Background: an optimization exercise with open tools, aiming at small area, a short achievable clock period and few clock cycles per item. Do not read the settings as production practice. Only simulation tests tie the RTL to the original design; equivalence was not proved.

==> flow/design.v (outline; a module is shown in full before it is edited, if it fits) <==
// module shot_unit: 4573 lines
module shot_unit (
  input  wire        clk,
  input  wire        rst,
  input  wire        in_valid,
  output wire        in_ready,
  input  wire [7:0]  p00,
  input  wire [7:0]  p10,
  input  wire [7:0]  p01,
  input  wire [7:0]  p11,
  input  wire [5:0]  fx,
  input  wire [5:0]  fy,
  input  wire [15:0] f_pix,
  input  wire [7:0]  nominal,
  input  wire [16:0] s_x,
  input  wire [5:0]  l_x,
  input  wire [4:0]  rank,
  input  wire [3:0]  rho_in,
  input  wire [15:0] gain,
  input  wire [3:0]  state,
  input  wire        blank,
  output wire        out_valid,
  output wire [7:0]  code,
  output wire [3:0]  rho_out,
  output wire        rho_we,
  output wire [31:0] loss,
  output wire        sat,
  output wire        missed,
  output wire        stuck_over
);
  // ...
==> flow/flow/run.sh <==
#!/bin/bash
# Layout flow: the standard synthesis, then popt3.py (picks the polarity of
# each full adder, xor, mux and half adder, and swaps cells for complements, so that fewer
# inverters are needed; every register is kept as synthesized), then the standard flow's
# standard layout with sky130_fd_sc_hd__buf_1 as the port buffer and a clock
# tree without dummy loads.
# Each tool's output goes to a log file of its own in the work folder.
set -euo pipefail
cd "$(dirname "$0")/.."
W=$(pwd)
R=$W/orfs/results/${FLOW_PLATFORM:-sky130hd}/shot_unit/base
bash standard.sh synth > synth.log 2>&1
cp "$R/1_2_yosys.v" "$R/1_2_yosys_std.v"
python3 flow/popt3.py "$R/1_2_yosys_std.v" "$R/1_2_yosys.v" > popt.log 2>&1
# clock tree: clkbuf_8 clusters of up to 20 sinks within 60 um, no dummy loads
export CTS_ARGS="-sink_clustering_enable -repair_clock_nets -sink_clustering_size 20 -sink_clustering_max_diameter 60 -buf_list sky130_fd_sc_hd__clkbuf_8 -dont_use_dummy_load"
BUFFER_PORTS_ARGS="-buffer_cell sky130_fd_sc_hd__buf_1" bash standard.sh finish > layout.log 2>&1
==> flow/standard.sh <==
#!/bin/bash
# synth_recipe.tcl (not shown) runs the flow's synth.tcl, then flattens the netlist and writes it again
# the make line also repeats each setting of config.mk as NAME=value (left out here)
make -C /OpenROAD-flow-scripts/flow DESIGN_CONFIG=/design/flow/config.mk WORK_HOME=/design/flow/orfs CLKGATE_MAP_FILE= SYNTH_SCRIPT=/design/flow/synth_recipe.tcl "${@:-finish}"
==> flow/config.mk <==
export PLATFORM = sky130hd
export DESIGN_NAME = shot_unit
export DESIGN_NICKNAME = shot_unit
export VERILOG_FILES = /design/flow/design.v
export SDC_FILE = /design/flow/constraint.sdc
export NUM_CORES = 4
export LEC_CHECK = 0
export ABC_AREA = 1
export CAP_MARGIN = 20
export CORE_MARGIN = 2
export CORE_UTILIZATION = 40
export CTS_BUF_LIST = sky130_fd_sc_hd__clkbuf_8
export CTS_CLUSTER_DIAMETER = 60
export CTS_CLUSTER_SIZE = 20
export SLEW_MARGIN = 20
==> flow/constraint.sdc <==
create_clock -name core_clock -period 300.0 [get_ports {clk}]
set_input_delay 60.0000 -clock core_clock [delete_from_list [all_inputs] [get_ports {clk}]]
set_output_delay 60.0000 -clock core_clock [all_outputs]
set_load 0.01 [all_outputs]
Not shown: flow/flow/popt3.py
==> results.txt, run 1 <==
outcome=timing/DRC/antenna clean; WL per Instance=approximately 18 um; worst slew pin tran=about 1.0 ns; placed wire-length estimate=between 70000 and 80000 um; worst hold start=g_q[6]$_DFF_P_; Area Overhead vs Synth=6.34%; Avg Cell Area, Syn=between 9 and 10 um^2; first-pass GRT wire length=around 150000 um; setup bufs post-CTS=0; FF-to-FF End=c1_R[3]$_DFF_P_; DRC viols=0; nonclk buf count=between 200 and 300; Final min period=a little over 60 ns; Largest register FFs=38; clock skew=roughly 0.07 ns; Total GRT Usage=20.0%; Final Hold Viols=0; Multi-input gate area=~30000 um^2; Reg2Reg Depth=approximately 160; CTS max path bufs=3; fin. max-slew vios=0; hold path endpoint=c1_G[6]$_DFF_P_; # H-tree levels=1
Testbench counts, summed over its fixed seeds: cycles 24,032, items 24,000.
==> inputs of run 2 (changes only) <==
==> flow/flow/run.sh (replaced) <==
#!/bin/bash
# Layout flow: the standard synthesis, then popt3.py (picks the polarity of
# each full adder, xor, mux and half adder, and swaps cells for complements, so that fewer
# inverters are needed; every register is kept as synthesized), then the standard flow's
# standard layout with sky130_fd_sc_hd__buf_1 as the port buffer.
# Each tool's output goes to a log file of its own in the work folder.
set -euo pipefail
cd "$(dirname "$0")/.."
W=$(pwd)
R=$W/orfs/results/${FLOW_PLATFORM:-sky130hd}/shot_unit/base
bash standard.sh synth > synth.log 2>&1
cp "$R/1_2_yosys.v" "$R/1_2_yosys_std.v"
python3 flow/popt3.py "$R/1_2_yosys_std.v" "$R/1_2_yosys.v" > popt.log 2>&1
BUFFER_PORTS_ARGS="-buffer_cell sky130_fd_sc_hd__buf_1" bash standard.sh finish > layout.log 2>&1
==> run 2 against run 1 <==
Register-to-register slack lost 0.06 ns; synthesized area is the same; cell area increased by 0.69%; die area unchanged; critical path type unchanged.
==> results.txt, run 2 <==
via count=between 20k and 30k; ratio of final minimum period to clock period=between 20 and 25%; commonest non-fill, non-tap cell in the layout=fa_1; Final min period=61.32 ns (+0.0100 ns); clock skew=0.0239 ns (-0.0455 ns); Largest register FFs=38 (unchanged); CTS root buf=clkbuf_8; starting density of the core=between 40% and 50%; DIE HEIGHT=306 um; worst-path cell chain=buf_1; # H-tree levels=1 (unchanged); Avg Vias per Cell=5.16; initial drt markers=between 1.5k and 2k; placed wire-length estimate=71700 um (unchanged); Worst EP arrival=1.32 ns; Required @ worst endpoint=about 240 ns; # rows=between 100 and 150; CTS max path bufs=3 (unchanged); iteration count of the initial detailed-routing pass=5; cell family with most CP delay=flip-flops; Sink Count=254; Max Cap Viol=0; placed inst area=roughly 38000 um^2; Crit. End Element=output port; slowest stage delay, CP=just under 0.5 ns; Post-Syn Nets=about 4.8k; Clk Latency, worst-skew pair=roughly 0.64 ns; RSZ-0062 raised after global routing=no; routability cong.=~0.85; relative slew slack=30.3%; io pins=roughly 170; highest clock rate=roughly 16 MHz; commonest non-fill, non-tap cells in the layout=fa_1, nand2_1, dfxtp_1; Mapped Area=36400 um^2; worst min path class=reg -> reg; clock-pin slew on the worst setup and hold paths=0.11 ns; Crit Path Category=reg -> out; Ys Warns=1; CP Max Fanout=11; WL per Instance=18.0 um (-0.24%); CTS tree=built; # fillers=8757; WL final=90200 um; setup violation total in the final timing report=0; cell total after placement=approximately 5.0k; DRC viols=0 (unchanged); Bufs and invs on worst path=1; outcome=timing/DRC/antenna clean; largest net degree at the start of global routing=33; Overflow after GRT=0; Area Overhead vs Synth=7.07%; largest registers=o: 38 flops, c2_w: 22 flops, s_q: 17 flops; Mapped Cells=between 3k and 4k; Most flops, register=o; Critical Path Source Type=flip-flop; cts bufs inserted=27; Total GRT Usage=20.0% (+0.028 points); worst slew pin tran=1.05 ns (+0.0127 ns); initial antenna violation count=1; final core utilization=43.2%; Reg area=between 5000 and 6000 um^2; fin. max-slew vios=0 (unchanged); die footprint=93500 um^2; port bufs=172; setup_tns=0 ns; finished layout cell area=approximately 39000 um^2; Die W=~310 um; Multi-input gate area=29600 um^2 (unchanged); Resize count post-CTS=0; Avg Cell Area, Syn=9.73 um^2 (unchanged); Final Hold Viols=0 (unchanged); Nets=4826; DRT antenna net count=0; CTS hold repair buffers=0; Slowest-stage cell, CP=dfxtp_1; share of post-route cells with drive strength above 1=roughly 4%; Core Box Area=90100 um^2; first-pass GRT wire length=150000 um (+0.11%); vias in the first global route=27.4k; Finished Layout Cells=around 5k; setup bufs post-CTS=0 (unchanged)
## run 2: stage by stage
stage / hold WS, ns / worst slack (ns)
6_report: 0.321 / 238.68
5_1_grt: 0.316 / 238.54
4_1_cts: 0.325 / 238.59
3_5_place_dp: 0.312 / 238.64
3_3_place_gp: 0.312 / 238.63
2_1_floorplan: 0.310 / 239.22
## run 2: final timing paths
kind / slack, ns / startpoint / cells past startpoint / end
max: 238.68 / o[33]$_DFF_P_ / 1 / loss[25]
min: 0.32 / g_q[6]$_DFF_P_ / 0 / c1_G[6]$_DFF_P_
max reg2reg: 245.40 / n_q[2]$_DFF_P_ / 155 / c1_R[4]$_DFF_P_
min reg2reg: 0.32 / g_q[6]$_DFF_P_ / 0 / c1_G[6]$_DFF_P_
## run 2: layout make-up
class / count / share of cell area [%]
Clock inverter: 18 / 0.645
Timing Repair Buffer: 255 / 3.25
Multi-Input combinational cell: 3047 / 76.0
Clock buffer: 28 / 0.988
Tap cell: 1176 / 3.77
Inverter: 232 / 2.23
Antenna cell: 1 / 0.00642
Sequential cell: 254 / 13.0
## run 2: per-layer routing
metal,vias to the layer above,part of all wire (%),wire length (um),global-route usage [%]
li1,12100,-,-,-
met1,12900,43,38500,26.7
met2,736,49,44000,33.9
met3,143,5.7,5120,2.90
met4,0,2.8,2520,5.59
met5,-,0,0,0
==> inputs of run 3 (changes only) <==
==> flow/flow/run.sh (replaced) <==
#!/bin/bash
# Layout flow: the standard synthesis, then popt3.py (chooses, cell by cell,
# among equivalent implementations that read and make inverted or true signals,
# so that fewer inverters are needed; every register is kept as synthesized),
# then the standard layout with sky130_fd_sc_hd__buf_1 as the port buffer
# and a clock tree of clkbuf cells without dummy loads.
# Each tool's output goes to a log file of its own in the work folder.
set -euo pipefail
cd "$(dirname "$0")/.."
W=$(pwd)
R=$W/orfs/results/${FLOW_PLATFORM:-sky130hd}/shot_unit/base
bash standard.sh synth > synth.log 2>&1
cp "$R/1_2_yosys.v" "$R/1_2_yosys_std.v"
for sd in 1 2 3 4; do
  POPT_SEED=$sd POPT_MOVES=1500000 python3 flow/popt3.py "$R/1_2_yosys_std.v" "$W/popt_$sd.v" > "popt_$sd.log" 2>&1 &
done
wait
best=$(for sd in 1 2 3 4; do echo "$(sed -n 's/.*-> \([0-9.]*\) um2.*/\1/p' popt_$sd.log) $sd"; done | sort -n | head -1 | cut -d' ' -f2)
echo "picked seed $best" > popt.log
cat popt_*.log >> popt.log
cp "$W/popt_$best.v" "$R/1_2_yosys.v"
# clock tree: buffer cell, sink cluster size and diameter (um) from flow/cts.txt; no dummy loads
read -r CBUF CSIZE CDIAM < flow/cts.txt
export CTS_ARGS="-sink_clustering_enable -repair_clock_nets -sink_clustering_size $CSIZE -sink_clustering_max_diameter $CDIAM -buf_list $CBUF -dont_use_dummy_load"
BUFFER_PORTS_ARGS="-buffer_cell sky130_fd_sc_hd__buf_1" bash standard.sh finish > layout.log 2>&1
==> flow/flow/cts.txt (new file) <==
sky130_fd_sc_hd__clkbuf_4 12 40
--- a/flow/flow/popt3.py
+++ b/flow/flow/popt3.py
@@ -19,7 +19,7 @@
 Flip-flops and every other cell are kept as they are. Inverters are then
 rebuilt: at most one per signal.
 
-usage: popt3.py IN.v OUT.v
+usage: popt3.py IN.v OUT.v  (env: POPT_SEED, POPT_MOVES)
 """
 import os
 import random
@@ -363,7 +363,7 @@
         return sum(need(b) for b in cnt) * A_INV + sum(opts[ci][cur[ci]][0] for ci in opts)
 
     c0 = total()
-    rng = random.Random(1)
+    rng = random.Random(int(os.environ.get("POPT_SEED", "1")))
     multi = [ci for ci in opts if len(opts[ci]) > 1]
     best_total = c0
     best = dict(cur)
--- a/flow/config.mk
+++ b/flow/config.mk
@@ -9,7 +9,4 @@
 export CAP_MARGIN = 20
 export CORE_MARGIN = 2
 export CORE_UTILIZATION = 40
-export CTS_BUF_LIST = sky130_fd_sc_hd__clkbuf_8
-export CTS_CLUSTER_DIAMETER = 60
-export CTS_CLUSTER_SIZE = 20
 export SLEW_MARGIN = 20
==> run 3 against run 2 <==
Still clean on timing, DRC and antenna; via count grew 1.7%; critical endpoint is now loss[23]; critical path type unchanged; hold slack gained 0.0086 ns; final cell count grew 0.32%; non-clock buffer count shrank 6; die area shrank 0.40%.
==> results.txt, run 3 <==
outcome=timing/DRC/antenna clean; DIE HEIGHT=305 um (-0.20%); die footprint=93100 um^2 (-0.40%); worst min path class=reg -> reg; Slowest-stage cell, CP=dfxtp_1; relative slew slack=41.0% (+11 points); CP Max Fanout=11 (unchanged); largest registers=o: 38 flops, c2_w: 22 flops, s_q: 17 flops; Crit. End Element=output port; Worst EP arrival=1.55 ns (+0.23 ns); placed inst area=38200 um^2 (-0.44%); setup_tns=0 ns (unchanged); Most flops, register=o; setup bufs post-CTS=0 (unchanged); cell family with most CP delay=flip-flops; iteration count of the initial detailed-routing pass=5 (unchanged); Bufs and invs on worst path=1 (unchanged); worst slew pin tran=0.883 ns (-0.163 ns); DRT antenna net count=0 (unchanged); Largest register FFs=38 (unchanged); starting density of the core=40.4% (about the same); port bufs=172 (unchanged); Avg Vias per Cell=5.23 (+1.4%); Finished Layout Cells=5027 (+0.32%); CTS max path bufs=3 (unchanged); commonest non-fill, non-tap cells in the layout=fa_1, nand2_1, nor2_1; Final min period=61.55 ns (+0.222 ns); clock-pin slew on the worst setup and hold paths=0.11 ns (about the same); vias in the first global route=28.3k (+3.1%); Clk Latency, worst-skew pair=0.88 ns (+0.24 ns); Area Overhead vs Synth=6.23%; # rows=110 (unchanged); clock skew=0.124 ns (+0.0997 ns); slowest stage delay, CP=0.50 ns (about the same); cell total after placement=4978 (+0.28%); # fillers=8736 (-0.24%); share of post-route cells with drive strength above 1=3.46% (-0.59 points); ratio of final minimum period to clock period=20.5% (+0.074 points); routability cong.=0.877 (+3.2%); WL per Instance=18.7 um (+3.9%); Required @ worst endpoint=240.00 ns (about the same); Total GRT Usage=21.1% (+1.1 points); Crit Path Category=reg -> out; dpl ws=238.70 ns (+0.0570 ns); worst-path cell chain=buf_1; io pins=174 (unchanged); Resize count post-CTS=0 (unchanged); # H-tree levels=2 (+1); placed wire-length estimate=74600 um (+4.1%); DRC viols=0 (unchanged); CTS tree=built; highest clock rate=16.2 MHz (-0.36%); Ys Warns=1 (unchanged); first-pass GRT wire length=156000 um (+4.1%); final core utilization=42.9% (-0.38 points); CTS root buf=clkbuf_4; CTS hold repair buffers=0 (unchanged); commonest non-fill, non-tap cell in the layout=fa_1; cts bufs inserted=45 (+67%); Mapped Area=36300 um^2 (-0.40%); Final Hold Viols=0 (unchanged); PnR worst setup slack=238.45 ns (-0.222 ns); RSZ-0062 raised after global routing=no; initial antenna violation count=3 (+2); Post-Syn Nets=4758 (+0.11%); setup violation total in the final timing report=0 (unchanged); Overflow after GRT=0 (unchanged); Mapped Cells=3764 (+0.53%); Max Cap Viol=0 (unchanged); Avg Cell Area, Syn=9.64 um^2 (-0.93%); Nets=4843 (+0.35%); via count=26.3k (+1.7%); initial drt markers=1618 (-8.3%); finished layout cell area=38500 um^2 (-1.2%); Core Box Area=89900 um^2 (-0.31%); Critical Path Source Type=flip-flop; fin. max-slew vios=0 (unchanged); WL final=94000 um (+4.2%); largest net degree at the start of global routing=28 (-15%); Sink Count=254 (unchanged); Die W=305 um (-0.20%)
==> run 3: worst paths after layout <==
| path | from | cells past startpoint | end | slack [ns] |
|---|---|---|---|---|
| max | o[33]$_DFF_P_ | 1 | loss[23] | 238.45 |
| min | c2_f[2]$_DFF_P_ | 0 | o[37]$_DFF_P_ | 0.33 |
| max reg2reg | fx_q[0]$_DFF_P_ | 163 | c1_R[1]$_DFF_P_ | 244.50 |
| min reg2reg | c2_f[2]$_DFF_P_ | 0 | o[37]$_DFF_P_ | 0.33 |
==> run 3: routing by layer <==
metal	part of all wire (%)	global-route usage, %
met4	1.9	5.51
met3	6.2	2.68
met2	49	36.1
met1	42	28.2
met5	0.033	0
==> run 3: metrics by stage <==
step	hold WS, ns
after detailed placement	0.312
after global placement	0.312
final	0.329
after global routing	0.317
after floorplan	0.310
after CTS	0.325
==> run 3: cell type report <==
type	instances	area (um^2)	area share, %
Antenna cell	4	10.0	0.0260
Clock buffer	45	338	0.877
Inverter	234	878	2.28
Multi-Input combinational cell	3065	29500	76.6
Sequential cell	254	5080	13.2
Tap cell	1176	1470	3.82
Timing Repair Buffer	249	1220	3.18
==> inputs of run 4 (changes only) <==
==> flow/flow/cts.txt (replaced) <==
sky130_fd_sc_hd__clkbuf_8 20 60
==> run 4 against run 3 <==
Still clean on timing, DRC and antenna; hold slack lost 0.012 ns; first-iteration DRC count grew 2.0%; via count shrank 0.11%; routed wire length is essentially flat; non-clock buffer count is the same; register-to-register slack lost 0.06 ns; sequential share of layout area is essentially flat; clock-buffer cell count shrank 14; clock skew shrank 0.045 ns; critical path type unchanged; critical endpoint unchanged; highest routed layer unchanged.
==> results.txt, run 4 <==
worst-path cell chain=buf_1; Worst EP arrival=1.42 ns (-0.13 ns); fin. max-slew vios=0 (unchanged); Crit. End Element=output port; CTS max path bufs=3 (unchanged); cell total after placement=4978 (unchanged); Sink Count=254 (unchanged); GR Layer Usage met2=36.1% (about the same); Critical Path Source Type=flip-flop; WL final=94000 um (about the same); CTS root buf=clkbuf_8; met1 usage in global routing=28.3% (+0.14 points); Ys Warns=1 (unchanged); Mapped Area=36300 um^2 (unchanged); share of post-route cells with drive strength above 1=3.10% (-0.35 points); cell family with most CP delay=flip-flops; Largest register FFs=38 (unchanged); clock skew=0.0784 ns (-0.0452 ns); Clk Latency, worst-skew pair=0.75 ns (-0.13 ns); Avg Vias per Cell=5.24 (+0.20%); iteration count of the initial detailed-routing pass=6 (+1); Resize count post-CTS=0 (unchanged); ratio of final minimum period to clock period=20.5% (-0.043 points); dpl ws=238.70 ns (unchanged); starting density of the core=40.4% (unchanged); initial drt markers=1650 (+2.0%); routability cong.=0.877 (unchanged); DIE HEIGHT=305 um (unchanged); initial antenna violation count=3 (unchanged); io pins=174 (unchanged); Post-Syn Nets=4758 (unchanged); setup_tns=0 ns (unchanged); relative slew slack=41.2% (+0.20 points); Crit Path Category=reg -> out; Final Hold Viols=0 (unchanged); Critical path origin=o[33]$_DFF_P_; cts bufs inserted=31 (-31%); Avg Cell Area, Syn=9.64 um^2 (unchanged); # rows=110 (unchanged); Bufs and invs on worst path=1 (unchanged); placed wire-length estimate=74600 um (unchanged); die footprint=93100 um^2 (unchanged); RSZ-0062 raised after global routing=no; DRT antenna net count=0 (unchanged); Area Overhead vs Synth=6.46%; highest clock rate=16.3 MHz (+0.21%); Required @ worst endpoint=240.00 ns (about the same); # fillers=8714 (-0.25%); via count=26.2k (-0.11%); Most flops, register=o; M3 GR Usage=2.48% (-0.20 points); CTS tree=built; largest registers=o: 38 flops, c2_w: 22 flops, s_q: 17 flops; Most Used Layer, Global Route=met2; Core Box Area=89900 um^2 (unchanged); port bufs=172 (unchanged); DRC viols=0 (unchanged); slowest stage delay, CP=0.50 ns (about the same); worst hold start=c1_G[6]$_DFF_P_; Overflow after GRT=0 (unchanged); Multi-input gate area=29500 um^2 (unchanged); Finished Layout Cells=5011 (-0.32%); Reg area=5080 um^2 (unchanged); clock-pin slew on the worst setup and hold paths=0.11 ns (about the same); Total GRT Usage=20.9% (-0.12 points); worst min path class=reg -> reg; setup bufs post-CTS=0 (unchanged); PnR worst setup slack=238.58 ns (+0.128 ns); first-pass GRT wire length=156000 um (about the same); vias in the first global route=28.2k (-0.33%); # H-tree levels=1 (-1); Slowest-stage cell, CP=dfxtp_1; Nets=4829 (-0.29%); setup violation total in the final timing report=0 (unchanged); Die W=305 um (unchanged); CP Max Fanout=11 (unchanged); largest net degree at the start of global routing=28 (unchanged); Final min period=61.42 ns (-0.128 ns); Mapped Cells=3764 (unchanged); worst slew pin tran=0.880 ns (-0.00306 ns); Hold WS=0.318 ns (-0.0117 ns); commonest non-fill, non-tap cell in the layout=fa_1; outcome=timing/DRC/antenna clean; commonest non-fill, non-tap cells in the layout=fa_1, nand2_1, nor2_1; worst r2r src=fx_q[0]$_DFF_P_; CTS hold repair buffers=0 (unchanged); Max Cap Viol=0 (unchanged); WL per Instance=18.8 um (+0.34%)
==> run 4: cell count changes in the layout (fill, tap and decap cells not counted), sizes merged <==
cell    delta
clkbuf    -14
diode      -2
==> run 4: worst register-to-register path, delay by kind of cell, from the launching register on <==
kind | cells | cell delay [ns]
AO/OA/AOI/OAI | 19 | 4.44
flip-flops | 1 | 0.87
AND/OR/NAND/NOR | 30 | 5.31
buffers and inverters | 9 | 2.29
XOR/XNOR | 5 | 1.34
adder cells (fa/ha/maj) | 98 | 41.16
==> run 4: worst paths after layout <==
check | endpoint | slack (ns) | depth (start not counted)
max reg2reg | c1_R[0]$_DFF_P_ | 244.44 | 161
min reg2reg | c2_G[6]$_DFF_P_ | 0.32 | 0
max | loss[23] | 238.58 | 1
min | c2_G[6]$_DFF_P_ | 0.32 | 0
==> run 4: routing by layer <==
layer | vias up | wire, um
met5 | - | 13
met4 | 2 | 2090
met1 | 13200 | 40100
met2 | 773 | 46200
met3 | 114 | 5550
li1 | 12100 | -
==> run 4: final cells by class <==
class,count,area share [%]
Multi-Input combinational cell,3065,76.5
Sequential cell,254,13.2
Tap cell,1176,3.81
Timing Repair Buffer,249,3.17
Inverter,234,2.27
Clock buffer,31,1.11
Antenna cell,2,0.0130
==> run 4: per-stage QoR <==
stage / instance area, um^2 / util (%)
after floorplan: 36300 / -
after global placement: 38200 / 42.5
after detailed placement: 38200 / 42.5
after CTS: 38600 / 43.0
after global routing: 38600 / 43.0
final: 38600 / 43.0
==> inputs of run 5 (changes only) <==
--- a/flow/flow/popt3.py
+++ b/flow/flow/popt3.py
@@ -14,6 +14,7 @@
   - any single-output cell of up to four inputs: any library cell that computes
     the same function with some of its inputs and/or its output inverted
     (and2 -> nand2, nor2 with inverted inputs, a21oi -> a21o, ...).
+A flip-flop that drives three or more output ports is given the dfxtp_4 drive.
 The choice is made by a greedy descent from a few starting points (one that
 makes the connections between self-dual cells agree), then simulated annealing.
 Flip-flops and every other cell are kept as they are. Inverters are then
@@ -597,6 +598,19 @@
                       (pinb, netname(loads[lb][2], loadreq[loads[lb][1]])),
                       (pout, netname(cn, outprod[cpi]))]
                 out_cells.append((P + ct, sub(name, "_c"), cp))
+    # a flip-flop that drives several output ports (through the buffers that
+    # synthesis put on pass-through wires) gets a stronger drive
+    bufin = {}
+    for t, name, pins in out_cells:
+        if re.match(P + r"buf_\d+$", t):
+            d = dict(pins)
+            bufin.setdefault(d["A"], []).append(d["X"])
+    for idx, (t, name, pins) in enumerate(out_cells):
+        if t == P + "dfxtp_1":
+            qn = dict(pins).get("Q")
+            nports = (qn in out_ports) + sum(1 for x in bufin.get(qn, []) if x in out_ports)
+            if nports >= 3:
+                out_cells[idx] = (P + "dfxtp_4", name, pins)
     invs = []
     for b in sorted(cnt):
         p = prod.get(b, 0)
==> run 5 against run 4 <==
Via count is 0.23% higher; utilization about the same; synthesized cell count stayed put; flip-flop and latch count stayed put; setup slack improved by 0.18 ns; maximum frequency is 0.29% higher.
==> results.txt, run 5 <==
Multi-input gate area=29500 um^2 (unchanged); Ys Warns=1 (unchanged); share of post-route cells with drive strength above 1=3.11% (about the same); Hold WS=0.324 ns (+0.00615 ns); initial antenna violation count=2 (-1); initial drt markers=1740 (+5.5%); die footprint=93100 um^2 (about the same); starting density of the core=40.4% (about the same); Final min period=61.24 ns (-0.177 ns); clock-pin slew on the worst setup and hold paths=0.08 ns (-0.03 ns); Most flops, register=o; setup violation total in the final timing report=0 (unchanged); cell total after placement=4977 (-0.020%); Max Cap Viol=0 (unchanged); Reg area=5090 um^2 (about the same); CTS hold repair buffers=0 (unchanged); setup_tns=0 ns (unchanged); Core Box Area=89900 um^2 (unchanged); # H-tree levels=1 (unchanged); Area Overhead vs Synth=6.44% (about the same); CTS root buf=clkbuf_8; largest registers=o: 38 flops, c2_w: 22 flops, s_q: 17 flops; CTS tree=built; Final Hold Viols=0 (unchanged); PnR worst setup slack=238.76 ns (+0.177 ns); Nets=4828 (-0.021%); Mapped Area=36300 um^2 (about the same); commonest non-fill, non-tap cells in the layout=fa_1, nand2_1, nor2_1; worst min path class=reg -> reg; Overflow after GRT=0 (unchanged); # fillers=8718 (+0.046%); WL per Instance=18.7 um (-0.19%); clock skew=0.0697 ns (-0.00863 ns); slowest stage delay, CP=0.40 ns (-0.10 ns); Clk Latency, worst-skew pair=0.71 ns (-0.04 ns); cts bufs inserted=31 (unchanged); fin. max-slew vios=0 (unchanged); commonest non-fill, non-tap cell in the layout=fa_1; via count=26.3k (+0.23%); outcome=timing/DRC/antenna clean; DIE HEIGHT=305 um (about the same); Sink Count=254 (unchanged); setup bufs post-CTS=0 (unchanged); io pins=174 (unchanged); Crit. End Element=output port; CTS max path bufs=3 (unchanged); iteration count of the initial detailed-routing pass=5 (-1); Crit Path Category=reg -> out; CP Max Fanout=11 (unchanged); Avg Vias per Cell=5.25 (+0.25%); worst-path cell chain=buf_1; Bufs and invs on worst path=1 (unchanged); relative slew slack=36.5% (-4.8 points); Largest register FFs=38 (unchanged); DRT antenna net count=0 (unchanged); Resize count post-CTS=0 (unchanged); Slowest-stage cell, CP=dfxtp_4; placed wire-length estimate=74500 um (-0.20%); DRC viols=0 (unchanged); Mapped Cells=3764 (unchanged); routability cong.=0.895 (+2.0%); RSZ-0062 raised after global routing=no; largest net degree at the start of global routing=27 (-3.6%); vias in the first global route=28.1k (-0.27%); first-pass GRT wire length=155000 um (-0.74%); Finished Layout Cells=5010 (-0.020%); highest clock rate=16.3 MHz (+0.29%); Die W=305 um (about the same); final core utilization=43.0% (about the same); Total GRT Usage=20.8% (-0.095 points); WL final=93800 um (-0.21%); Critical Path Source Type=flip-flop; Worst EP arrival=1.24 ns (-0.18 ns); ratio of final minimum period to clock period=20.4% (-0.059 points); Avg Cell Area, Syn=9.64 um^2 (about the same); # rows=110 (unchanged); cell family with most CP delay=flip-flops; Post-Syn Nets=4758 (unchanged); worst slew pin tran=0.952 ns (+0.0719 ns); port bufs=172 (unchanged); Required @ worst endpoint=240.00 ns (about the same); dpl ws=238.76 ns (+0.0670 ns)
==> run 5: worst register-to-register path, delay by kind of cell (launching register included) <==
family / cells / cell delay, ns
flip-flops: 1 / 0.79
buffers and inverters: 10 / 3.09
AO/OA/AOI/OAI: 17 / 4.21
AND/OR/NAND/NOR: 32 / 5.56
adder cells (fa/ha/maj): 98 / 41.21
XOR/XNOR: 3 / 0.63
==> run 5: final cells by class <==
| class | instances | share of cell area, % |
|---|---|---|
| clock buffer | 31 | 1.11 |
| sequential | 254 | 13.2 |
| tap | 1176 | 3.81 |
| inverter | 234 | 2.28 |
| multi-input combinational | 3065 | 76.5 |
| timing repair buffer | 248 | 3.15 |
| antenna | 2 | 0.0130 |
==> run 5: final timing paths <==
check                         from                to  slack, ns  cells past startpoint
hold / removal    c1_G[11]$_DFF_P_  c2_G[11]$_DFF_P_       0.32                      0
setup reg to reg    n_q[2]$_DFF_P_   c1_R[3]$_DFF_P_     244.42                    160
hold reg to reg   c1_G[11]$_DFF_P_  c2_G[11]$_DFF_P_       0.32                      0
setup / recovery     o[33]$_DFF_P_          loss[27]     238.76                      1
==> run 5: metal layers <==
metal	vias to the layer above	routed length [um]	track usage, %	part of all wire (%)
li1	12100	-	-	-
met1	13200	39900	27.9	43
met2	838	45900	35.7	49
met3	138	5760	3.05	6.1
met4	0	2300	4.93	2.5
met5	-	0	0	0
==> run 5: stage by stage <==
stage          area [um^2]
2_1_floorplan        36300
3_3_place_gp         38200
3_5_place_dp         38200
4_1_cts              38600
5_1_grt              38600
6_report             38600

what the ideal ports hide:
The flow's constraints put no driver on any port. The routed layouts listed below were extracted and timed again, unchanged, in two steps.
Step 1, drivers: a clkbuf_16 drives clk and a buf_2 each remaining input, both assumed.
Step 2 moves the port delays by t, midway between the first and last clock arrival at a register: inputs arrive t later, outputs are due t later. That takes back most of the time a late clock gives input paths.
a / b / c = ideal / step 1 / step 2; a / b = the first two.
run | t (ns) | slack for setup (ns) | hold WS [ns] | latest minus earliest clock arrival (ns)
run 1 | 0.664 | 238.685 / 238.624 / 238.739 | 0.282 / 0.282 / 0.282 | 0.074 / 0.074
run 2 | 0.696 | 238.675 / 238.614 / 238.730 | 0.321 / 0.321 / 0.321 | 0.032 / 0.032
run 3 | 0.881 | 238.453 / 238.393 / 238.743 | 0.329 / 0.329 / 0.329 | 0.123 / 0.124
run 4 | 0.766 | 238.581 / 238.520 / 238.747 | 0.318 / 0.318 / 0.318 | 0.078 / 0.079
run 5 | 0.736 | 238.758 / 238.696 / 238.784 | 0.324 / 0.324 / 0.324 | 0.070 / 0.070
After both steps setup and hold are still met in every run listed.
